This design comes from an exercise in tuning for small area and a short achievable clock period on the open sky130 flow, not from production work. Where RTL was checked, it was by simulation tests only, not by an equivalence proof against the original. Function not checked in runs 4 to 6: the RTL went through the layout flow alone. Power is estimated from default activity; no workload was simulated.

`design/flow/design.v`:
```
module row_ecc (
    input  wire        clk,
    input  wire        in_valid,
    input  wire [71:0] word,        
    input  wire        eraen,       
    input  wire [6:0]  ecol,        
    input  wire        wr,          
    input  wire [63:0] wdata,       
    input  wire [63:0] wmask,       
    output reg         out_valid,
    output reg  [71:0] rword,       
    output wire        ue,          
    output wire        upset,       
    output wire [1:0]  ncorr,       
    output wire [6:0]  ccol,        
    output reg         ecbad,       
    output wire [71:0] wword        
);
    function [7:0] h;
        input [6:0] j;
        begin
            case (j)
                7'd0:  h = 8'h07; 7'd1:  h = 8'h0B; 7'd2:  h = 8'h0D; 7'd3:  h = 8'h0E;
                7'd4:  h = 8'h13; 7'd5:  h = 8'h15; 7'd6:  h = 8'h16; 7'd7:  h = 8'h19;
                7'd8:  h = 8'h1A; 7'd9:  h = 8'h1C; 7'd10: h = 8'h23; 7'd11: h = 8'h25;
                7'd12: h = 8'h26; 7'd13: h = 8'h29; 7'd14: h = 8'h2A; 7'd15: h = 8'h2C;
                7'd16: h = 8'h31; 7'd17: h = 8'h32; 7'd18: h = 8'h34; 7'd19: h = 8'h38;
                7'd20: h = 8'h43; 7'd21: h = 8'h45; 7'd22: h = 8'h46; 7'd23: h = 8'h49;
                7'd24: h = 8'h4A; 7'd25: h = 8'h4C; 7'd26: h = 8'h51; 7'd27: h = 8'h52;
                7'd28: h = 8'h54; 7'd29: h = 8'h58; 7'd30: h = 8'h61; 7'd31: h = 8'h62;
                7'd32: h = 8'h64; 7'd33: h = 8'h68; 7'd34: h = 8'h70; 7'd35: h = 8'h83;
                7'd36: h = 8'h85; 7'd37: h = 8'h86; 7'd38: h = 8'h89; 7'd39: h = 8'h8A;
                7'd40: h = 8'h8C; 7'd41: h = 8'h91; 7'd42: h = 8'h92; 7'd43: h = 8'h94;
                7'd44: h = 8'h98; 7'd45: h = 8'hA1; 7'd46: h = 8'hA2; 7'd47: h = 8'hA4;
                7'd48: h = 8'hA8; 7'd49: h = 8'hB0; 7'd50: h = 8'hC1; 7'd51: h = 8'hC2;
                7'd52: h = 8'hC4; 7'd53: h = 8'hC8; 7'd54: h = 8'hD0; 7'd55: h = 8'hE0;
                7'd56: h = 8'h1F; 7'd57: h = 8'h2F; 7'd58: h = 8'h37; 7'd59: h = 8'h3B;
                7'd60: h = 8'h3D; 7'd61: h = 8'h3E; 7'd62: h = 8'hF1; 7'd63: h = 8'hF2;
                7'd64: h = 8'h01; 7'd65: h = 8'h02; 7'd66: h = 8'h04; 7'd67: h = 8'h08;
                7'd68: h = 8'h10; 7'd69: h = 8'h20; 7'd70: h = 8'h40; 7'd71: h = 8'h80;
                default: h = 8'h00;
            endcase
        end
    endfunction
    integer j;
    reg [7:0] syn;
    always @(*) begin
        syn = 8'h00;
        for (j = 0; j < 72; j = j + 1)
            if (word[j]) syn = syn ^ h(j[6:0]);
    end
    wire       era_ok = eraen && (ecol <= 7'd71);
    wire       nz     = |syn;
    wire [7:0] s2     = syn ^ h(ecol);    
    wire       g2     = era_ok && nz;
    wire [15:0] lo1, hi1, lo2, hi2;
    genvar v;
    generate
        for (v = 0; v < 16; v = v + 1) begin : g_nib
            assign lo1[v] = (syn[3:0] == v);
            assign hi1[v] = (syn[7:4] == v);
            assign lo2[v] = (s2[3:0] == v);
            assign hi2[v] = (s2[7:4] == v) && g2;
        end
    endgenerate
    reg [71:0] m1, m2, f;
    reg [6:0]  idx;                       
    reg [7:0]  c;
    always @(*) begin
        idx = 7'd0;
        for (j = 0; j < 72; j = j + 1) begin
            c     = h(j[6:0]);
            m1[j] = lo1[c[3:0]] && hi1[c[7:4]];
            m2[j] = lo2[c[3:0]] && hi2[c[7:4]];
            f[j]  = m1[j] || m2[j];
            if (f[j]) idx = idx | j[6:0];
        end
    end
    wire single = |m1;
    wire dbl    = |m2;
    reg [71:0] flip;
    always @(*) begin
        for (j = 0; j < 72; j = j + 1)
            flip[j] = f[j] || (dbl && (ecol == j[6:0]));
    end
    wire [71:0] rpart = word ^ flip;
    wire [63:0] mpart = (wdata & wmask) | (rpart[63:0] & ~wmask);
    reg [63:0] mpart_q;
    reg [6:0]  idx_q, ecol_q;
    reg        single_q, dbl_q, nz_q, fw_q;
    always @(posedge clk) begin
        out_valid <= in_valid;
        nz_q      <= nz;
        fw_q      <= wr && (&wmask);
        ecbad     <= eraen && (ecol > 7'd71);
        rword     <= rpart;
        mpart_q   <= mpart;
        idx_q     <= idx;
        ecol_q    <= ecol;
        single_q  <= single;
        dbl_q     <= dbl;
    end
    function [7:0] encode;
        input [63:0] d;
        integer k;
        begin
            encode = 8'h00;
            for (k = 0; k < 64; k = k + 1)
                if (d[k]) encode = encode ^ h(k[6:0]);
        end
    endfunction
    assign ue    = nz_q && !single_q && !dbl_q;
    assign upset = nz_q && !single_q && !dbl_q && !fw_q;
    assign wword = {encode(mpart_q), mpart_q};
    assign ncorr = {dbl_q, single_q};
    assign ccol  = single_q ? idx_q : !dbl_q ? 7'd0 : (idx_q < ecol_q) ? idx_q : ecol_q;
endmodule
```
`design/flow/flow/run.sh`:
```
#!/bin/bash
set -o pipefail
export BUFFER_PORTS_ARGS="-buffer_cell sky130_fd_sc_hd__buf_1"
export SETUP_SLACK_MARGIN=7
bash standard.sh > standard.log 2>&1
```
`design/flow/constraint.sdc`:
```
create_clock -name core_clock -period 14.0 [get_ports {clk}]
set_input_delay 2.8000 -clock core_clock [delete_from_list [all_inputs] [get_ports {clk}]]
set_output_delay 2.8000 -clock core_clock [all_outputs]
set_load 0.01 [all_outputs]
```
`design/flow/standard.sh`:
```
#!/bin/bash
# synth_recipe.tcl (not shown) runs the flow's synth.tcl, then flattens the netlist and writes it again
# the make line also repeats each setting of config.mk as NAME=value (left out here)
make -C /OpenROAD-flow-scripts/flow DESIGN_CONFIG=/design/flow/config.mk WORK_HOME=/design/flow/orfs CLKGATE_MAP_FILE= SYNTH_SCRIPT=/design/flow/synth_recipe.tcl "${@:-finish}"
```
`design/flow/config.mk`:
```
export PLATFORM = sky130hd
export DESIGN_NAME = row_ecc
export DESIGN_NICKNAME = row_ecc
export VERILOG_FILES = /design/flow/design.v
export SDC_FILE = /design/flow/constraint.sdc
export NUM_CORES = 4
export LEC_CHECK = 0
export CAP_MARGIN = 20
export CORE_MARGIN = 2
export CORE_UTILIZATION = 45
export SLEW_MARGIN = 20
export TNS_END_PERCENT = 0
```
==> results of run 1 <==
==> registers in the layout (all words and copies together), names as in the netlist <==
name,flops
nz_q,1
idx_q,7
single_q,1
rword,72
ecol_q,7
mpart_q,64
out_valid,1
fw_q,1
ecbad,1
dbl_q,1
==> timing repair <==
action | in CTS | in global routing
buffers inserted | 38 | 47
gates cloned | 1 | 1
setup endpoints to repair | 144 | 143
gates resized for setup | 155 | 127
pin swaps | 35 | 61
==> layout by cell type (no fill, tap or decap), types with 7 or more instances in the layout <==
cell         n
a31oi_1     35
xnor2_4     17
nand2b_1    15
xor2_1      35
nand2_1     88
xnor3_1     17
xnor2_2     21
a22o_1      14
clkbuf_2    26
mux2_2      56
or2_2        8
dfxtp_1    156
xnor2_1    237
buf_4       90
a21oi_1     31
nand3_1     27
a31oi_4      8
mux2_1       7
clkbuf_16   17
inv_1       29
or4_1        9
and2_1      13
nor4_1      16
o22ai_1     45
xnor3_2     10
o211ai_1     8
buf_6       10
nor2b_1      8
nand4_1     30
buf_1      314
o22a_1      10
nor2_1      56
a31oi_2      7
buf_2       22
nor3_1      22
o21ai_0     24
ha_1        14
==> per-stage QoR <==
step | util [%] | worst slack, ps | cell area [um^2]
finish | 62.3 | 6830 | 16200
floorplan | - | 7170 | 11900
global route | 62.3 | 6800 | 16200
CTS | 58.6 | 6860 | 15300
detailed placement | 52.1 | 4680 | 13600
global placement | 52.1 | 4580 | 13600
==> where the power goes <==
part,switching [uW],internal (uW)
sequential,87.8,525
combinational,2380,1440
clock,234,241
==> worst max-delay path by stage <==
stage,end,depth (start not counted)
2_1_floorplan,mpart_q[35]$_DFF_P_,19
4_1_cts,mpart_q[48]$_DFF_P_,19
6_report,mpart_q[47]$_DFF_P_,20
3_5_place_dp,mpart_q[47]$_DFF_P_,18
3_3_place_gp,mpart_q[47]$_DFF_P_,16
5_1_grt,mpart_q[4]$_DFF_P_,20
==> layer usage <==
layer / wire length [um] / vias up / GRT usage (%)
li1: - / 5696 / -
met1: 25100 / 6648 / 59.9
met2: 28700 / 1249 / 67.9
met3: 9840 / 264 / 16.4
met4: 3600 / 6 / 17.5
met5: 34 / - / 0
==> cells by family (layout without fill, tap and decap cells) <==
| group | Yosys count | after routing | synth area share (%) |
|---|---|---|---|
| DFF | 156 | 156 | 26.2 |
| muxes | 72 | 72 | 6.93 |
| AOI/OAI and AO/OA | 291 | 291 | 17.0 |
| and+or+nand+nor | 352 | 352 | 15.2 |
| adders and majority gates | 17 | 17 | 1.79 |
| other | 0 | 1 | 0 |
| buffers and inverters | 85 | 533 | 3.04 |
| xor gates and xnor gates | 349 | 350 | 29.8 |
==> cell type report <==
type	instances	area (um^2)	share of cell area [%]
timing repair buffer	467	2290	14.1
antenna	1	2.50	0.0154
inverter	34	156	0.963
sequential	156	3120	19.2
clock inverter	15	178	1.09
clock buffer	17	425	2.62
multi-input combinational	1082	9640	59.4
tap	335	419	2.58
==> impl_metrics.json, run 1 <==
{
  "outcome": "finished clean",
  "fmax_mhz": 140,
  "rsz0062_at_grt": "yes",
  "grt_pass1_vias": 12700,
  "whs_path_depth": 1,
  "post_drt_wl_per_cell_um": 31.9,
  "worstMarginPinSlew_ps": 1340,
  "route.detailed.drc": 0,
  "critPathSlowestCell": "xnor3_1",
  "die_h_um": 167,
  "root_buffer": "clkbuf_16",
  "required_ps": 14320,
  "slew_viol_final": 0,
  "ctsHoldBuffers": 0,
  "syn_inst": 1322,
  "p_total_uw": 4910,
  "whs_ps": 2470,
  "dp.cells": 1987,
  "critPathMaxStageDelay_ps": 450,
  "avgViaCountPerCell": 6.58,
  "grt_pass1_wl_um": 91000,
  "synth_top_flop_cell": "dfxtp_1",
  "path_common_cell": "buf_4",
  "antenna_found_initial": 4,
  "nets": 1986,
  "io_buffers": 367,
  "drtIter0Drc": 2403,
  "async_reset_ff_share_pct": 0,
  "boundaryPins": 368,
  "drive_gt1_share_pct": 23.0,
  "nFillCells": 2287,
  "cts_tree": "done",
  "synth.distinct_cells": 86,
  "cp.arrival_ps": 7490,
  "synthesis.nets": 1550,
  "dp_hpwl_um": 54000,
  "startpoint": "word[23]",
  "worstHoldEndpoint": "out_valid$_DFF_P_",
  "crit_fanout": 56,
  "grt_overflow": 0,
  "yosys.area.top_type": "dfxtp_1",
  "ys_top_cells_by_area": "dfxtp_1 26%, xnor2_1 20%, mux2_2 5.4%",
  "hold_viol": 0,
  "mappedNetlistArea_um2": 11900,
  "area_delta_synth_final_pct": 36.3,
  "synth_top_area_share_pct": 26.2,
  "dr_total_vias": 13900,
  "ant_nets": 0,
  "min_from": "in_valid",
  "ys_seq_area_share_pct": 26.2,
  "syn_area_per_cell_um2": 9.01,
  "crit_type": "in2reg",
  "leakage_uw": 0.00616,
  "clockBufferDepth": 2,
  "dieArea_um2": 27800,
  "period_minus_slack_ps": 7170,
  "die_w_um": 167,
  "synth-seq-cells": 156,
  "drt_pass1_iterations": 9,
  "globalplace.congestion": 1.11,
  "crit_family": "XOR/XNOR gates",
  "setup_tns_ps": 0,
  "cts_made_buffers": 17,
  "cts_htree_levels": 4,
  "critPathLaunchType": "input pin",
  "finalSetupViolations": 0,
  "path_clk_slew_ps": 80,
  "yosysWarnings": 1,
  "crit_buf_inv": 6,
  "grt.total_usage_pct": 45.4,
  "maxCapViolations": 0,
  "peakVddDrop_mv": 0.364,
  "hp-class": "in2reg",
  "power.density_nw_per_um2": 302,
  "crit_chain": "buf_4 -> xnor2_2 -> xnor3_1 -> xor3_1 -> xor3_2 -> buf_4 -> nor4_4 -> buf_4 -> nor3_4 -> buf_4 -> nand2_2 -> o32ai_1 -> o21bai_1 -> nand4_1 -> nor3_4 -> buf_6 -> inv_16 -> a31oi_4 -> xnor2_2 -> mux2_2",
  "rows": 59,
  "synth_most_common_cell": "xnor2_1",
  "end_kind": "flop",
  "core_area_um2": 26100,
  "grt_max_degree": 57,
  "relSlewSlack_pct": 9.92,
  "ys_top_cells_by_count": "270 x xnor2_1, 156 x dfxtp_1, 97 x nand2_1, 61 x nor2_1, 57 x mux2_2",
  "cts_num_sinks": 156,
  "routed_wl_um": 67200,
  "instances_no_fill": 2107,
  "fin_crit_sh_pct": 51.2,
  "start_util_pct": 45.7,
  "synth_edf_count": 0
}
==> run 2, diff against run 1 <==
--- a/design/flow/config.mk
+++ b/design/flow/config.mk
@@ -7,6 +7,6 @@
 export LEC_CHECK = 0
 export CAP_MARGIN = 20
 export CORE_MARGIN = 2
-export CORE_UTILIZATION = 45
+export CORE_UTILIZATION = 30
 export SLEW_MARGIN = 20
 export TNS_END_PERCENT = 0
==> impl_metrics.json, run 2 <==
{
  "period_minus_slack_ps": 7260,
  "rows": 73,
  "setup_tns_ps": 0,
  "cts_num_sinks": 156,
  "ctsHoldBuffers": 0,
  "outcome": "finished clean",
  "finalSetupViolations": 0,
  "startpoint": "word[40]",
  "ys_seq_area_share_pct": 26.2,
  "largest_reg_flops": 72,
  "ant_nets": 0,
  "whs_ps": 2450,
  "grt_max_degree": 44,
  "synth_most_common_cell": "xnor2_1",
  "worstMarginPinSlew_ps": 1050,
  "dieArea_um2": 41300,
  "nFillCells": 4069,
  "fin_crit_sh_pct": 51.9,
  "final_common_cell": "buf_1",
  "syn_area_per_cell_um2": 9.01,
  "synth_edf_count": 0,
  "ys_top_cells_by_count": "270 x xnor2_1, 156 x dfxtp_1, 97 x nand2_1, 61 x nor2_1, 57 x mux2_2",
  "required_ps": 14300,
  "final_cell_mix": "346 x buf_1, 247 x xnor2_1, 156 x dfxtp_1, 90 x nand2_1",
  "cts_tree": "done",
  "critPathLaunchType": "input pin",
  "ys_top_cells_by_area": "dfxtp_1 26%, xnor2_1 20%, mux2_2 5.4%",
  "drtIter0Drc": 1581,
  "critical_path_depth": 14,
  "dp.cells": 2175,
  "crit_type": "in2reg",
  "hp-class": "in2reg",
  "synth_top_area_share_pct": 26.2,
  "clockBufferDepth": 2,
  "maxCapViolations": 0,
  "grt_overflow": 0,
  "drt_pass1_iterations": 6,
  "routed_wl_um": 67000,
  "power.density_nw_per_um2": 279,
  "start_util_pct": 30.2,
  "crit_chain": "buf_1 -> xnor3_1 -> xnor2_2 -> xnor3_2 -> xor2_4 -> or4_4 -> o2111a_1 -> and2_1 -> nand2_1 -> o22ai_1 -> or3_1 -> nor4_2 -> nand4_1 -> or4_1",
  "hold_viol": 0,
  "synth_top_flop_cell": "dfxtp_1",
  "crit_fanout": 10,
  "boundaryPins": 368,
  "whs_path_depth": 1,
  "cp.arrival_ps": 7560,
  "root_buffer": "clkbuf_16",
  "slew_viol_final": 0,
  "synth.distinct_cells": 86,
  "die_w_um": 203,
  "grt_pass1_vias": 12600,
  "avgViaCountPerCell": 5.82,
  "area_delta_synth_final_pct": 29.8,
  "cts_made_buffers": 17,
  "p_total_uw": 4320,
  "nets": 1930,
  "instances_no_fill": 2240,
  "yosys.area.top_type": "dfxtp_1",
  "peakVddDrop_mv": 0.160,
  "synthesis.nets": 1550,
  "critPathMaxStageDelay_ps": 610,
  "grt_pass1_wl_um": 92200,
  "grt.total_usage_pct": 31.3,
  "antenna_found_initial": 6,
  "syn_inst": 1322,
  "path_clk_slew_ps": 70,
  "crit_buf_inv": 1,
  "end_kind": "flop",
  "die_h_um": 203,
  "route.detailed.drc": 0,
  "relSlewSlack_pct": 29.6,
  "drive_gt1_share_pct": 16.4,
  "worstHoldEndpoint": "out_valid$_DFF_P_",
  "globalplace.congestion": 1.07,
  "post_drt_wl_per_cell_um": 29.9,
  "top_regs": "rword: 72 flops, mpart_q: 64 flops",
  "largest_register": "rword",
  "rsz0062_at_grt": "yes",
  "leakage_uw": 0.00563,
  "synth-seq-cells": 156,
  "crit_family": "simple AND/OR/NAND/NOR gates",
  "dp_hpwl_um": 55900,
  "min_from": "in_valid",
  "dr_total_vias": 13000,
  "mappedNetlistArea_um2": 11900,
  "finish.utilization_pct": 39.2,
  "io_buffers": 367,
  "async_reset_ff_share_pct": 0,
  "cts_htree_levels": 4,
  "critPathSlowestCell": "or4_4",
  "yosysWarnings": 1,
  "fmax_mhz": 138,
  "core_area_um2": 39500
}
==> run 2: area by class of cell <==
type                            instances  area, um^2  area share, %
Antenna cell                            1        2.50         0.0162
Clock buffer                           19         453           2.93
Clock inverter                         12         163           1.05
Inverter                               34         161           1.04
Multi-Input combinational cell       1081        9160           59.2
Sequential cell                       156        3120           20.2
Tap cell                              525         657           4.25
Timing Repair Buffer                  411        1740           11.3
Timing Repair inverter                  1        8.76         0.0566
==> run 2: layer usage <==
metal  GRT usage, %  vias to the layer above  wire, um  share of wire (%)
met4           15.1                        6      3370                5.0
met5              0                        -        38              0.057
met1           40.0                     6334     26200                 39
met3           6.41                      189      6630                9.9
li1               -                     5570         -                  -
met2           50.2                      945     30700                 46
==> run 2: stage by stage <==
stage               cell area, um^2  setup slack [ps]
floorplan                     11900              7170
global placement              13800              4580
detailed placement            13800              4460
CTS                           15400              6830
global route                  15500              6610
finish                        15500              6740
==> run 2: cells by family after synthesis <==
logic type      count (synthesis)  share of synthesized area [%]
mux                            72                           6.93
flops                         156                           26.2
compound gates                291                           17.0
xor+xnor                      349                           29.8
fa+ha+maj                      17                           1.79
simple gates                  352                           15.2
buf+inv                        85                           3.04
==> run 2: power by group <==
part | total, uW | internal [uW] | switching [uW] | leakage, uW
Combinational | 3220 | 1160 | 2060 | 0.00402
Clock | 493 | 290 | 203 | 0.000290
Sequential | 602 | 525 | 76.5 | 0.00131
==> run 2: timing repair <==
| action | CTS | global route |
|---|---|---|
| gates cloned | 1 | 0 |
| setup endpoints to repair | 144 | 141 |
| setup buffers | 30 | 1 |
| pin swaps | 33 | 2 |
| resized for setup | 138 | 17 |
==> run 2: worst max path at each step <==
stage,to,slack [ps]
3_3_place_gp,mpart_q[57]$_DFF_P_,4580
2_1_floorplan,mpart_q[35]$_DFF_P_,7170
3_5_place_dp,mpart_q[57]$_DFF_P_,4460
5_1_grt,mpart_q[40]$_DFF_P_,6610
6_report,idx_q[2]$_SDFF_PP1_,6740
4_1_cts,mpart_q[53]$_DFF_P_,6830
==> run 3, diff against run 2 <==
--- a/design/flow/config.mk
+++ b/design/flow/config.mk
@@ -5,8 +5,9 @@
 export SDC_FILE = /design/flow/constraint.sdc
 export NUM_CORES = 4
 export LEC_CHECK = 0
-export CAP_MARGIN = 20
+export CAP_MARGIN = 0
 export CORE_MARGIN = 2
 export CORE_UTILIZATION = 30
-export SLEW_MARGIN = 20
+export CTS_BUF_LIST = sky130_fd_sc_hd__clkbuf_4 sky130_fd_sc_hd__clkbuf_8
+export SLEW_MARGIN = 0
 export TNS_END_PERCENT = 0
==> impl_metrics.json, run 3 <==
{
  "synth.distinct_cells": 86,
  "leakage_uw": 0.00582,
  "period_minus_slack_ps": 7140,
  "grt_max_degree": 57,
  "synth_most_common_cell": "xnor2_1",
  "dp_hpwl_um": 55800,
  "antenna_found_initial": 3,
  "start_util_pct": 30.2,
  "cts_made_buffers": 17,
  "drive_gt1_share_pct": 21.0,
  "mappedNetlistArea_um2": 11900,
  "clockBufferDepth": 2,
  "setup_tns_ps": 0,
  "cts_tree": "done",
  "yosysWarnings": 1,
  "post_drt_wl_per_cell_um": 29.7,
  "hp-class": "in2reg",
  "io_buffers": 367,
  "drt_pass1_iterations": 5,
  "crit_type": "in2reg",
  "end_kind": "flop",
  "dr_total_vias": 13300,
  "grtUsageMet1_pct": 40.5,
  "ys_top_cells_by_count": "270 x xnor2_1, 156 x dfxtp_1, 97 x nand2_1, 61 x nor2_1, 57 x mux2_2",
  "critPathSlowestCell": "xnor3_2",
  "ys_seq_area_share_pct": 26.2,
  "cts_htree_levels": 4,
  "die_w_um": 203,
  "ctsHoldBuffers": 0,
  "grt_use_met2_pct": 50.0,
  "area_delta_synth_final_pct": 33.8,
  "dp.cells": 2175,
  "largest_register": "rword",
  "worst_slack_ps": 6860,
  "final_common_cell": "buf_1",
  "rows": 73,
  "met3_usage_pct": 4.91,
  "synth_edf_count": 0,
  "ant_nets": 0,
  "crit_chain": "buf_4 -> xnor2_4 -> xnor3_1 -> xnor3_2 -> xor2_4 -> buf_12 -> or4_4 -> o2111a_2 -> nand3_2 -> a31oi_2 -> a221oi_2 -> nand4_1 -> nor3_4 -> buf_4 -> inv_8 -> a31oi_2 -> xnor2_1 -> mux2_2",
  "required_ps": 14370,
  "synth_top_flop_cell": "dfxtp_1",
  "path_clk_slew_ps": 90,
  "core_area_um2": 39500,
  "peakVddDrop_mv": 0.124,
  "rsz0062_at_grt": "yes",
  "ys_top_cells_by_area": "dfxtp_1 26%, xnor2_1 20%, mux2_2 5.4%",
  "dieArea_um2": 41300,
  "instances_no_fill": 2280,
  "synthesis.nets": 1550,
  "critPathLaunchType": "input pin",
  "drtIter0Drc": 1860,
  "worstMarginPinSlew_ps": 1280,
  "outcome": "finished clean",
  "finalSetupViolations": 0,
  "hold_viol": 0,
  "boundaryPins": 368,
  "avgViaCountPerCell": 5.85,
  "synth-seq-cells": 156,
  "grt_pass1_wl_um": 91800,
  "grt_overflow": 0,
  "final_cell_mix": "332 x buf_1, 240 x xnor2_1, 156 x dfxtp_1, 89 x nand2_1, 76 x buf_4",
  "root_buffer": "clkbuf_8",
  "syn_inst": 1322,
  "yosys.area.top_type": "dfxtp_1",
  "nets": 1968,
  "cp.arrival_ps": 7510,
  "async_reset_ff_share_pct": 0,
  "critPathMaxStageDelay_ps": 480,
  "fmax_mhz": 140,
  "power.density_nw_per_um2": 281,
  "grt_pass1_vias": 12600,
  "globalplace.congestion": 1.07,
  "largest_reg_flops": 72,
  "slew_viol_final": 0,
  "cts_num_sinks": 156,
  "syn_area_per_cell_um2": 9.01,
  "top_regs": "rword: 72 flops, mpart_q: 64 flops",
  "relSlewSlack_pct": 14.2,
  "die_h_um": 203,
  "routed_wl_um": 67700,
  "synth_top_area_share_pct": 26.2,
  "crit_fanout": 56,
  "grt.total_usage_pct": 31.0,
  "fin_crit_sh_pct": 51.0,
  "dp_slack_ps": 4530,
  "route.detailed.drc": 0,
  "grt.busiest_layer": "met2",
  "maxCapViolations": 0
}
[run 3: final cells by class]
| cell class | count | area, um^2 |
|---|---|---|
| sequential | 156 | 3120 |
| tap | 525 | 657 |
| inverter | 34 | 146 |
| clock inverter | 12 | 116 |
| multi-input combinational | 1082 | 9510 |
| clock buffer | 20 | 263 |
| antenna | 2 | 5.00 |
| timing repair buffer | 449 | 2110 |
| fill | 4058 | 23500 |
[run 3: through the flow]
| step | util [%] | hold WS [ps] | cell area (um^2) | power [uW] |
|---|---|---|---|---|
| detailed placement | 35.0 | 2900 | 13800 | 3310 |
| finish | 40.4 | 2410 | 15900 | 4490 |
| global placement | 35.0 | 2900 | 13800 | 3350 |
| floorplan | - | 2830 | 11900 | 2460 |
| CTS | 38.5 | 2370 | 15200 | 4070 |
| global route | 40.4 | 2400 | 15900 | 4640 |
[run 3: final timing paths]
check                    start             endpoint  slack, ps  cells past startpoint
worst max-delay path  word[56]  mpart_q[26]$_DFF_P_       6860                     18
worst min-delay path  in_valid    out_valid$_DFF_P_       2410                      1
[run 3: cell families after synthesis]
group / after synthesis / share of synthesized area [%]
AND/OR/NAND/NOR: 352 / 15.2
XOR/XNOR: 349 / 29.8
AO/OA/AOI/OAI: 291 / 17.0
flip-flops: 156 / 26.2
buffers and inverters: 85 / 3.04
multiplexers: 72 / 6.93
adder cells (fa/ha/maj): 17 / 1.79
[run 3: report_power, final]
group	internal, uW	total [uW]	switching, uW
Clock	150	334	184
Sequential	525	600	75.5
Combinational	1370	3550	2190
[run 3: timing repair]
item                       4_1_cts  5_1_grt
pin swaps                       38       25
buffers inserted                36       34
gates resized for setup        146       85
gates cloned                     0        1
setup endpoints to repair      144      136
[run 3: per-layer routing]
layer	up-vias	routed length (um)
li1	5649	-
met1	6474	26800
met2	1021	30800
met3	202	6470
met4	0	3660
met5	-	0
[run 3: critical path, delay by kind of cell]
| kind | cells | cell delay (ps) |
|---|---|---|
| compound gates | 4 | 1010 |
| xor+xnor | 5 | 1630 |
| buf+inv | 4 | 630 |
| mux | 1 | 350 |
| simple gates | 4 | 1020 |
==> run 4, diff against run 3 <==
--- a/design/flow/design.v
+++ b/design/flow/design.v
@@ -43,15 +43,19 @@
         end
     endfunction
     integer j;
-    reg [7:0] syn;
+    reg [7:0] syn_a, syn_b;
     always @(*) begin
-        syn = 8'h00;
-        for (j = 0; j < 72; j = j + 1)
-            if (word[j]) syn = syn ^ h(j[6:0]);
+        syn_a = 8'h00;
+        syn_b = 8'h00;
+        for (j = 0; j < 36; j = j + 1)
+            if (word[j]) syn_a = syn_a ^ h(j[6:0]);
+        for (j = 36; j < 72; j = j + 1)
+            if (word[j]) syn_b = syn_b ^ h(j[6:0]);
     end
+    wire [7:0] syn = syn_a ^ syn_b;
     wire       era_ok = eraen && (ecol <= 7'd71);
     wire       nz     = |syn;
-    wire [7:0] s2     = syn ^ h(ecol);    
+    wire [7:0] s2     = (syn_a ^ h(ecol)) ^ syn_b;    
     wire       g2     = era_ok && nz;
     wire [15:0] lo1, hi1, lo2, hi2;
     genvar v;
==> design/flow/config.mk (replaced) <==
export PLATFORM = sky130hd
export DESIGN_NAME = row_ecc
export DESIGN_NICKNAME = row_ecc
export VERILOG_FILES = /design/flow/design.v
export SDC_FILE = /design/flow/constraint.sdc
export NUM_CORES = 4
export LEC_CHECK = 0
export CAP_MARGIN = 20
export CORE_MARGIN = 2
export CORE_UTILIZATION = 30
export SLEW_MARGIN = 20
export TNS_END_PERCENT = 0
==> impl_metrics.json, run 4 <==
{
  "final_cell_mix": "328 x buf_1, 228 x xnor2_1, 156 x dfxtp_1, 83 x nor2_1, 67 x nand2_1",
  "grt_overflow": 0,
  "cts_num_sinks": 156,
  "fmax_mhz": 139,
  "synth_top_area_share_pct": 26.1,
  "synth.distinct_cells": 72,
  "synth_edf_count": 0,
  "maxCapViolations": 0,
  "largest_register": "rword",
  "root_buffer": "clkbuf_16",
  "synthesis.nets": 1574,
  "grt_max_degree": 40,
  "peakVddDrop_mv": 0.157,
  "fin_crit_sh_pct": 51.5,
  "postPlaceCellArea_um2": 14000,
  "worst_slack_ps": 6800,
  "rows": 73,
  "outcome": "finished clean",
  "cts_made_buffers": 17,
  "start_util_pct": 30.3,
  "hold_viol": 0,
  "post_drt_wl_per_cell_um": 30.2,
  "critPathSlowestCell": "or4_4",
  "routed_wl_um": 69300,
  "die_h_um": 204,
  "worstMarginPinSlew_ps": 1070,
  "drive_gt1_share_pct": 20.7,
  "final_common_cell": "buf_1",
  "drtIter0Drc": 1825,
  "critPathLaunchType": "input pin",
  "avgViaCountPerCell": 5.84,
  "cp.arrival_ps": 7590,
  "syn_area_per_cell_um2": 8.90,
  "period_minus_slack_ps": 7200,
  "top_regs": "rword: 72 flops, mpart_q: 64 flops",
  "dp_hpwl_um": 57100,
  "nets": 1981,
  "area_delta_synth_final_pct": 34.7,
  "mappedNetlistArea_um2": 12000,
  "yosysWarnings": 1,
  "crit_chain": "buf_2 -> xnor2_4 -> buf_12 -> xnor3_2 -> xnor2_2 -> xor3_2 -> or4_4 -> o2111ai_4 -> buf_6 -> or2_4 -> nor2_1 -> or4_4 -> nor4_4 -> nand4_2 -> buf_12 -> a31o_2 -> xor2_1 -> mux2_2",
  "dr_total_vias": 13400,
  "syn_inst": 1346,
  "ys_top_cells_by_area": "dfxtp_1 26%, xnor2_1 19%, mux2_2 5.2%",
  "antenna_found_initial": 5,
  "fin_area_um2": 16100,
  "clockBufferDepth": 2,
  "leakage_uw": 0.00624,
  "hp-class": "in2reg",
  "io_buffers": 367,
  "slew_viol_final": 0,
  "grt.total_usage_pct": 31.7,
  "cts_htree_levels": 4,
  "setup_tns_ps": 0,
  "dp_slack_ps": 4770,
  "required_ps": 14380,
  "drt_pass1_iterations": 8,
  "synth-seq-cells": 156,
  "finalSetupViolations": 0,
  "boundaryPins": 368,
  "die_w_um": 204,
  "grt_pass1_wl_um": 93000,
  "ys_top_cells_by_count": "263 x xnor2_1, 156 x dfxtp_1, 92 x nor2_1, 71 x nand2_1",
  "crit_fanout": 36,
  "core_area_um2": 39500,
  "p_total_uw": 4590,
  "yosys.area.top_type": "dfxtp_1",
  "synth_top_flop_cell": "dfxtp_1",
  "grt_pass1_vias": 12500,
  "dieArea_um2": 41500,
  "async_reset_ff_share_pct": 0,
  "crit_type": "in2reg",
  "relSlewSlack_pct": 28.2,
  "globalplace.congestion": 1.06,
  "largest_reg_flops": 72,
  "power.density_nw_per_um2": 284,
  "synth_most_common_cell": "xnor2_1",
  "rsz0062_at_grt": "yes",
  "route.detailed.drc": 0,
  "cts_tree": "done",
  "end_kind": "flop",
  "ys_seq_area_share_pct": 26.1,
  "ant_nets": 0,
  "path_clk_slew_ps": 60,
  "critPathMaxStageDelay_ps": 580
}
-- run 4: cell types whose count changed after synthesis, moves of 9 or more --
cell / change
clkbuf_1: +16
o22ai_1: -14
a31oi_1: +10
a31o_2: +10
a22oi_1: +21
nor2_1: +31
inv_1: +19
xor2_1: +18
a21oi_1: -11
nor2b_1: +9
nand2_1: -26
-- run 4: layout make-up --
type / count / area (um^2)
Antenna cell: 3 / 7.51
Clock buffer: 19 / 443
Clock inverter: 13 / 129
Fill cell: 3962 / 23400
Inverter: 51 / 201
Multi-Input combinational cell: 1082 / 9330
Sequential cell: 156 / 3120
Tap cell: 525 / 657
Timing Repair Buffer: 445 / 2240
-- run 4: kinds of logic after synthesis --
logic type      synth area share, %
buf+inv                        3.49
compound gates                 16.1
xor+xnor                       29.6
simple gates                   15.7
fa+ha+maj                      1.78
flops                          26.1
mux                            7.29
-- run 4: worst paths after layout --
| path | start | endpoint | depth (start not counted) |
|---|---|---|---|
| min | in_valid | out_valid$_DFF_P_ | 1 |
| max | word[60] | mpart_q[25]$_DFF_P_ | 18 |
-- run 4: power by group --
group          switching, uW  internal (uW)
registers               85.0            526
logic                   2160           1360
clock network            207            254
-- run 4: routing by layer --
metal,up-vias,track usage [%],share of wire (%)
met1,6502,39.8,39
met4,2,15.3,6.2
li1,5654,-,-
met3,227,6.14,9.7
met5,-,0,0.016
met2,1001,52.1,46
-- run 4: critical path: cells and delay by family --
family | cells | cell delay, ps
compound gates | 2 | 550
xor+xnor | 5 | 1660
buf+inv | 4 | 710
mux | 1 | 250
simple gates | 6 | 1600
-- run 4: stage by stage --
step / cells / utilization (%) / hold WS [ps]
6_report: 2294 / 40.8 / 2460
5_1_grt: 2291 / 40.8 / 2440
4_1_cts: 2266 / 39.1 / 2440
3_5_place_dp: 2201 / 35.4 / 2900
3_3_place_gp: 2201 / 35.3 / 2900
2_1_floorplan: 1346 / - / 2830
-- run 4: timing repair --
action,in CTS,in global routing
setup endpoints to repair,144,140
endpoints found under the hold margin,0,0
pin swaps,27,22
setup buffers,30,22
hold buffers,0,0
gates resized for setup,145,80
cloned,3,3
==> run 5, diff against run 4 <==
--- a/design/flow/design.v
+++ b/design/flow/design.v
@@ -43,20 +43,15 @@
         end
     endfunction
     integer j;
-    reg [7:0] syn_a, syn_b;
+    reg [7:0] syn;
     always @(*) begin
-        syn_a = 8'h00;
-        syn_b = 8'h00;
-        for (j = 0; j < 36; j = j + 1)
-            if (word[j]) syn_a = syn_a ^ h(j[6:0]);
-        for (j = 36; j < 72; j = j + 1)
-            if (word[j]) syn_b = syn_b ^ h(j[6:0]);
+        syn = 8'h00;
+        for (j = 0; j < 72; j = j + 1)
+            if (word[j]) syn = syn ^ h(j[6:0]);
     end
-    wire [7:0] syn = syn_a ^ syn_b;
     wire       era_ok = eraen && (ecol <= 7'd71);
     wire       nz     = |syn;
-    wire [7:0] s2     = (syn_a ^ h(ecol)) ^ syn_b;    
-    wire       g2     = era_ok && nz;
+    wire [7:0] s2     = syn ^ h(ecol);    
     wire [15:0] lo1, hi1, lo2, hi2;
     genvar v;
     generate
@@ -64,7 +59,7 @@
             assign lo1[v] = (syn[3:0] == v);
             assign hi1[v] = (syn[7:4] == v);
             assign lo2[v] = (s2[3:0] == v);
-            assign hi2[v] = (s2[7:4] == v) && g2;
+            assign hi2[v] = (s2[7:4] == v) && era_ok;
         end
     endgenerate
     reg [71:0] m1, m2, f;
@@ -76,12 +71,12 @@
             c     = h(j[6:0]);
             m1[j] = lo1[c[3:0]] && hi1[c[7:4]];
             m2[j] = lo2[c[3:0]] && hi2[c[7:4]];
-            f[j]  = m1[j] || m2[j];
-            if (f[j]) idx = idx | j[6:0];
+            f[j]  = m1[j] || (m2[j] && nz);
+            if (m1[j] || m2[j]) idx = idx | j[6:0];
         end
     end
     wire single = |m1;
-    wire dbl    = |m2;
+    wire dbl    = nz && (|m2);
     reg [71:0] flip;
     always @(*) begin
         for (j = 0; j < 72; j = j + 1)
==> impl_metrics.json, run 5 <==
{
  "synth_top_area_share_pct": 24.2,
  "drt_pass1_iterations": 6,
  "final_common_cell": "buf_1",
  "outcome": "finished clean",
  "crit_chain": "buf_1 -> xnor3_1 -> xnor3_1 -> xnor3_2 -> xor2_4 -> xnor2_1 -> buf_6 -> nor4_4 -> o211ai_1 -> o2111ai_1 -> or4_4 -> nor4_4 -> buf_6 -> a2111oi_4 -> buf_6 -> buf_12 -> a21oi_2 -> xnor2_2 -> mux2_2",
  "cts_htree_levels": 4,
  "drive_gt1_share_pct": 22.2,
  "cts_made_buffers": 17,
  "ctsHoldBuffers": 0,
  "relSlewSlack_pct": 24.0,
  "finalSetupViolations": 0,
  "dr_total_vias": 14800,
  "syn_inst": 1441,
  "die_h_um": 211,
  "grt_max_degree": 44,
  "grt_overflow": 0,
  "dp_hpwl_um": 68300,
  "cts_num_sinks": 156,
  "syn_area_per_cell_um2": 8.96,
  "hp-class": "in2reg",
  "cp.arrival_ps": 7630,
  "power.density_nw_per_um2": 298,
  "nFillCells": 4302,
  "nets": 2130,
  "core_area_um2": 42200,
  "end_kind": "flop",
  "peakVddDrop_mv": 0.187,
  "synth_most_common_cell": "xnor2_1",
  "synth-seq-cells": 156,
  "maxCapViolations": 0,
  "synth_top_flop_cell": "dfxtp_1",
  "async_reset_ff_share_pct": 0,
  "globalplace.congestion": 1.06,
  "grt.total_usage_pct": 37.0,
  "area_delta_synth_final_pct": 36.1,
  "crit_type": "in2reg",
  "final_cell_mix": "338 x buf_1, 231 x xnor2_1, 156 x dfxtp_1, 110 x nand2_1, 102 x buf_4",
  "mappedNetlistArea_um2": 12900,
  "clockBufferDepth": 2,
  "synth.distinct_cells": 90,
  "routed_wl_um": 84600,
  "path_common_cell": "buf_6",
  "top_regs": "rword: 72 flops, mpart_q: 64 flops",
  "drtIter0Drc": 2032,
  "dieArea_um2": 44700,
  "fmax_mhz": 137,
  "hold_viol": 0,
  "antenna_found_initial": 2,
  "path_clk_slew_ps": 80,
  "rows": 75,
  "post_drt_wl_per_cell_um": 34.5,
  "critPathSlowestCell": "xnor3_2",
  "die_w_um": 211,
  "ant_nets": 0,
  "grt_pass1_vias": 14600,
  "cts_tree": "done",
  "slew_viol_final": 0,
  "synthesis.nets": 1669,
  "ys_seq_area_share_pct": 24.2,
  "ys_top_cells_by_count": "262 x xnor2_1, 156 x dfxtp_1, 119 x nand2_1, 85 x nor2_1, 58 x o21ai_0",
  "ys_top_cells_by_area": "dfxtp_1 24%, xnor2_1 18%, mux2_2 5.0%",
  "setup_tns_ps": 0,
  "grt_pass1_wl_um": 114000,
  "fin_crit_sh_pct": 52.1,
  "avgViaCountPerCell": 6.02,
  "whs_path_depth": 1,
  "required_ps": 14340,
  "critPathLaunchType": "input pin",
  "route.detailed.drc": 0,
  "start_util_pct": 30.6,
  "rsz0062_at_grt": "yes",
  "worst_slack_ps": 6710,
  "critPathMaxStageDelay_ps": 530,
  "yosysWarnings": 1,
  "worstMarginPinSlew_ps": 1140,
  "finish.utilization_pct": 41.6,
  "synth_edf_count": 0,
  "period_minus_slack_ps": 7290,
  "io_buffers": 367,
  "largest_reg_flops": 72,
  "p_total_uw": 5230,
  "dp_slack_ps": 4520,
  "boundaryPins": 368,
  "yosys.area.top_type": "dfxtp_1",
  "largest_register": "rword",
  "root_buffer": "clkbuf_16",
  "leakage_uw": 0.00638,
  "crit_fanout": 21
}
==> run 5: cell types whose count changed in the layout (fill, tap and decap cells not counted), sizes merged, moves of 14 or more <==
| cell | delta |
|---|---|
| o211ai | +14 |
| a21oi | +34 |
| or2 | -14 |
| inv | -29 |
| buf | +57 |
| a31oi | -34 |
| a211oi | +15 |
| a41oi | +16 |
| xor2 | -20 |
| xnor2 | +16 |
| o21ai | +38 |
| a22oi | -23 |
| nand2 | +49 |
==> run 5: critical path, delay by kind of cell <==
family                 cells  cell delay (ps)
buffers and inverters      5              950
AO/OA/AOI/OAI              4              970
XOR/XNOR                   6             1850
multiplexers               1              290
AND/OR/NAND/NOR            3              750
==> run 5: layout make-up <==
class                           count  area (um^2)  share of cell area, %
Inverter                           26          106                  0.606
Clock buffer                       18          429                   2.44
Antenna cell                        1         2.50                 0.0142
Multi-Input combinational cell   1204        10400                   59.1
Tap cell                          539          674                   3.84
Timing Repair Buffer              497         2640                   15.0
Clock inverter                     14          203                   1.15
Sequential cell                   156         3120                   17.8
==> run 5: cells by family (layout without fill, tap and decap cells) <==
kind of cell    count (synthesis)  count (layout)  synth area share, %
simple gates                  411             411                 15.9
xor+xnor                      352             353                 29.0
compound gates                348             348                 19.8
flops                         156             156                 24.2
buf+inv                        82             555                 2.76
mux                            75              75                 6.77
fa+ha+maj                      17              17                 1.65
other cells                     0               1                    0
==> run 5: power by group <==
part / switching, uW / internal (uW) / total, uW / leakage [uW]
sequential: 77.2 / 522 / 599 / 0.00131
clock: 223 / 288 / 512 / 0.000304
combinational: 2640 / 1480 / 4120 / 0.00476
==> run 5: metal layers <==
metal	GRT usage [%]	part of all wire [%]
met5	0	0.038
met2	62.1	47
met4	30.1	9.6
met3	6.78	7.8
met1	41.1	36
==> run 5: final timing paths <==
kind / slack [ps] / startpoint / end
worst max-delay path: 6710 / word[20] / mpart_q[41]$_DFF_P_
worst min-delay path: 2420 / in_valid / out_valid$_DFF_P_
==> run 5: repair_timing <==
item                                    in CTS  in global routing
endpoints found under the setup margin     144                138
pin swaps                                   60                  2
resized for setup                          195                  7
buffers inserted                            96                  1
gates cloned                                 3                  1
hold endpoints to repair                     0                  0
==> run 5: per-stage QoR <==
stage,area [um^2],cells,hold WS (ps)
after global routing,17600,2454,2420
final,17600,2455,2420
after floorplan,12900,1441,2830
after global placement,15000,2321,2890
after detailed placement,15000,2321,2900
after CTS,17500,2452,2400
==> run 6, diff against run 5 <==
--- a/design/flow/design.v
+++ b/design/flow/design.v
@@ -12,7 +12,7 @@
     output wire        ue,          
     output wire        upset,       
     output wire [1:0]  ncorr,       
-    output wire [6:0]  ccol,        
+    output reg  [6:0]  ccol,        
     output reg         ecbad,       
     output wire [71:0] wword        
 );
@@ -52,6 +52,7 @@
     wire       era_ok = eraen && (ecol <= 7'd71);
     wire       nz     = |syn;
     wire [7:0] s2     = syn ^ h(ecol);    
+    wire       g2     = era_ok && nz;
     wire [15:0] lo1, hi1, lo2, hi2;
     genvar v;
     generate
@@ -59,7 +60,7 @@
             assign lo1[v] = (syn[3:0] == v);
             assign hi1[v] = (syn[7:4] == v);
             assign lo2[v] = (s2[3:0] == v);
-            assign hi2[v] = (s2[7:4] == v) && era_ok;
+            assign hi2[v] = (s2[7:4] == v) && g2;
         end
     endgenerate
     reg [71:0] m1, m2, f;
@@ -71,12 +72,12 @@
             c     = h(j[6:0]);
             m1[j] = lo1[c[3:0]] && hi1[c[7:4]];
             m2[j] = lo2[c[3:0]] && hi2[c[7:4]];
-            f[j]  = m1[j] || (m2[j] && nz);
-            if (m1[j] || m2[j]) idx = idx | j[6:0];
+            f[j]  = m1[j] || m2[j];
+            if (f[j]) idx = idx | j[6:0];
         end
     end
     wire single = |m1;
-    wire dbl    = nz && (|m2);
+    wire dbl    = |m2;
     reg [71:0] flip;
     always @(*) begin
         for (j = 0; j < 72; j = j + 1)
@@ -85,7 +86,6 @@
     wire [71:0] rpart = word ^ flip;
     wire [63:0] mpart = (wdata & wmask) | (rpart[63:0] & ~wmask);
     reg [63:0] mpart_q;
-    reg [6:0]  idx_q, ecol_q;
     reg        single_q, dbl_q, nz_q, fw_q;
     always @(posedge clk) begin
         out_valid <= in_valid;
@@ -94,8 +94,7 @@
         ecbad     <= eraen && (ecol > 7'd71);
         rword     <= rpart;
         mpart_q   <= mpart;
-        idx_q     <= idx;
-        ecol_q    <= ecol;
+        ccol      <= single ? idx : !dbl ? 7'd0 : (idx < ecol) ? idx : ecol;
         single_q  <= single;
         dbl_q     <= dbl;
     end
@@ -112,5 +111,4 @@
     assign upset = nz_q && !single_q && !dbl_q && !fw_q;
     assign wword = {encode(mpart_q), mpart_q};
     assign ncorr = {dbl_q, single_q};
-    assign ccol  = single_q ? idx_q : !dbl_q ? 7'd0 : (idx_q < ecol_q) ? idx_q : ecol_q;
 endmodule
==> impl_metrics.json, run 6 <==
{
  "outcome": "finished clean",
  "async_reset_ff_share_pct": 0,
  "syn_inst": 1601,
  "switchingPower_uw": 3000,
  "synth.distinct_cells": 98,
  "synth_top_flop_cell": "dfxtp_1",
  "area_delta_synth_final_pct": 30.9,
  "grt_max_degree": 45,
  "drive_gt1_share_pct": 21.4,
  "synthMuxAreaShare_pct": 0.865,
  "root_buffer": "clkbuf_16",
  "io_buffers": 367,
  "antenna_cells": 0,
  "grt.total_usage_pct": 33.2,
  "hp-class": "in2reg",
  "core_area_um2": 44000,
  "die_h_um": 215,
  "largest_register": "rword",
  "fmax_mhz": 125,
  "end_kind": "flop",
  "clockBufferDepth": 2,
  "boundaryPins": 368,
  "rows": 77,
  "synth_most_common_cell": "nand2_1",
  "worstMarginPinSlew_ps": 1130,
  "antenna_found_initial": 1,
  "cts_htree_levels": 4,
  "cp.arrival_ps": 8310,
  "globalplace.congestion": 1.05,
  "mappedNetlistArea_um2": 13300,
  "combinationalPowerShare_pct": 80.0,
  "yosys.area_share.simple_pct": 21.7,
  "worst_slack_ps": 6020,
  "hold_viol": 0,
  "nFillCells": 4668,
  "largest_reg_flops": 72,
  "crit_type": "in2reg",
  "synth_xor_area_share_pct": 23.3,
  "top_regs": "rword: 72 flops, mpart_q: 64 flops, ccol: 7 flops",
  "fin_crit_sh_pct": 57.0,
  "period_minus_slack_ps": 7980,
  "start_util_pct": 30.2,
  "route.detailed.drc": 0,
  "rsz0062_at_grt": "yes",
  "syn_area_per_cell_um2": 8.31,
  "ys_top_cells_by_count": "205 x nand2_1, 202 x xnor2_1, 149 x dfxtp_1, 133 x nor2_1, 88 x nor3_1",
  "synth-compound-area-share_pct": 25.9,
  "multi_input_area_um2": 10600,
  "cp-endpoint": "mpart_q[32]$_DFF_P_",
  "leakage_uw": 0.00620,
  "relSlewSlack_pct": 24.3,
  "synthesis.nets": 1829,
  "dp_hpwl_um": 64300,
  "dr_total_vias": 15300,
  "sequentialPowerShare_pct": 10.4,
  "cts_tree": "done",
  "synth_top_family_by_area": "compound AO/OA/AOI/OAI gates",
  "setup_tns_ps": 0,
  "clockPowerShare_pct": 9.7,
  "dieArea_um2": 46000,
  "p_total_uw": 5270,
  "startpoint": "word[61]",
  "drt_pass1_iterations": 6,
  "grt_overflow": 0,
  "required_ps": 14330,
  "critPathLaunchType": "input pin",
  "slew_viol_final": 0,
  "ys_top_cells_by_area": "dfxtp_1 22%, xnor2_1 13%, nand2_1 5.8%",
  "nets": 2243,
  "yosysWarnings": 1,
  "synth_edf_count": 0,
  "grt_pass1_vias": 14700,
  "ys_seq_area_share_pct": 22.4,
  "grt_pass1_wl_um": 109000,
  "yosys.area.top_type": "dfxtp_1",
  "final_cell_mix": "326 x buf_1, 200 x nand2_1, 182 x xnor2_1, 149 x dfxtp_1, 132 x nor2_1",
  "die_w_um": 215,
  "final_common_cell": "buf_1",
  "cts_num_sinks": 149,
  "regArea_um2": 2980,
  "p_int_uw": 2270,
  "power.density_nw_per_um2": 302,
  "post_drt_wl_per_cell_um": 30.1,
  "synth_top_area_share_pct": 22.4,
  "finalSetupViolations": 0,
  "maxCapViolations": 0,
  "cts_made_buffers": 17,
  "synthAdderAreaFrac_pct": 1.67,
  "dp_slack_ps": 4420,
  "swShare_pct": 56.9,
  "drtIter0Drc": 1919,
  "avgViaCountPerCell": 5.84,
  "crit_fanout": 44,
  "synth-seq-cells": 149,
  "routed_wl_um": 78800,
  "ant_nets": 0,
  "path_clk_slew_ps": 70,
  "peakVddDrop_mv": 0.175
}
run 6: changes by cell type in the layout (fill, tap and decap cells not counted), sizes merged, moves of 21 or more:
cell   previous run  this run
nor2             85       135
buf             494       459
o21a              0        64
xnor2           281       208
a21oi            62        83
mux2             68         2
nor3             33        90
o31ai             4        75
nand2           120       209
o21ai            60        34
run 6: worst max-delay path: stages:
cell	delay, ps
buf_8	70
xnor3_2	420
buf_4	170
xnor2_4	260
xnor3_1	320
xnor3_4	600
nor3b_4	280
o2111ai_4	150
buf_12	180
clkbuf_4	200
buf_4	160
nand3_1	220
a21boi_0	140
o21a_1	210
and4bb_1	390
and2_4	370
buf_8	370
a21oi_2	110
nor4_1	710
o31ai_1	190
run 6: cell type report:
cell class                      count  area share [%]
Multi-Input combinational cell   1351            60.9
Sequential cell                   149            17.1
Timing Repair Buffer              474            13.6
Tap cell                          592            4.25
Clock buffer                       18            2.52
Clock inverter                     14            1.05
Inverter                           22           0.575
run 6: what timing repair did:
action / 4_1_cts / 5_1_grt
hold buffers: 0 / 0
pin swaps: 37 / 19
gates resized for setup: 155 / 47
buffers inserted: 48 / 29
setup endpoints to repair: 145 / 144
cloned: 2 / 0
run 6: cells by family after synthesis:
group / Yosys count
adder cells (fa/ha/maj): 18
XOR/XNOR: 287
AO/OA/AOI/OAI: 426
buffers and inverters: 102
flip-flops: 149
multiplexers: 10
AND/OR/NAND/NOR: 609
run 6: worst min-delay path by stage:
stage | start | to | slack (ps) | cells after the start
final | in_valid | out_valid$_DFF_P_ | 2420 | 1
after global routing | in_valid | out_valid$_DFF_P_ | 2410 | 1
after CTS | in_valid | out_valid$_DFF_P_ | 2400 | 1
after detailed placement | in_valid | out_valid$_DFF_P_ | 2920 | 1
after global placement | in_valid | out_valid$_DFF_P_ | 2900 | 1
after floorplan | in_valid | out_valid$_DFF_P_ | 2830 | 0
run 6: power by group through the flow:
stage / clock, uW / combinational [uW] / sequential [uW]
2_1_floorplan: 0 / 2400 / 558
3_3_place_gp: 0 / 3450 / 553
3_5_place_dp: 0 / 3410 / 553
4_1_cts: 517 / 3980 / 544
5_1_grt: 532 / 4380 / 547
6_report: 511 / 4210 / 545
run 6: metal layers:
metal / vias up / track usage [%] / share of wire [%]
met1: 7352 / 39.9 / 38
met2: 1018 / 53.1 / 45
met5: - / 0 / 0.010
met3: 259 / 6.55 / 8.3
met4: 2 / 23.4 / 8.3
li1: 6658 / - / -
run 6: stage by stage:
step           util (%)  std cells  hold slack, ps  instance area (um^2)
2_1_floorplan         -       1601            2830                 13400
3_3_place_gp       34.6       2509            2900                 15200
3_5_place_dp       34.6       2509            2920                 15200
4_1_cts            38.6       2591            2400                 17000
5_1_grt            39.6       2620            2410                 17400
6_report           39.6       2620            2420                 17400

[separate check: timing with driven ports]
Ports are ideal in the flow. The routed layouts listed here were re-timed in OpenROAD. Step 1 sets driving cells, clkbuf_16 on the clock port and buf_2 on the other inputs (assumed; they add their load-dependent delay and slew). Step 2 also shifts input and output timing later by t, the mid clock arrival at the registers, as if the neighbouring blocks saw the same clock. a / b / c = ideal / step 1 / step 2; a / b = the first two.
| run | shift t [ns] | setup slack, ns | worst setup path after step 2 | worst register clock-pin slew, ns | cell pins on the clock port's net |
|---|---|---|---|---|---|
| run 1 | 0.477 | 6.834 / 6.840 / 6.363 | input to register | 0.09 / 0.09 | 1 |
| run 2 | 0.500 | 6.738 / 6.730 / 6.230 | input to register | 0.07 / 0.07 | 1 |
| run 3 | 0.530 | 6.858 / 6.851 / 6.321 | input to register | 0.10 / 0.10 | 1 |
| run 4 | 0.502 | 6.797 / 6.825 / 6.323 | input to register | 0.08 / 0.08 | 1 |
| run 5 | 0.505 | 6.705 / 6.685 / 6.180 | input to register | 0.08 / 0.08 | 1 |
| run 6 | 0.546 | 6.021 / 5.977 / 5.431 | input to register | 0.10 / 0.10 | 1 |
After both steps every run listed still meets setup and hold. The setup slack of run 6, which loses most, moves by -0.044 ns with the drivers and by -0.590 ns with both steps.
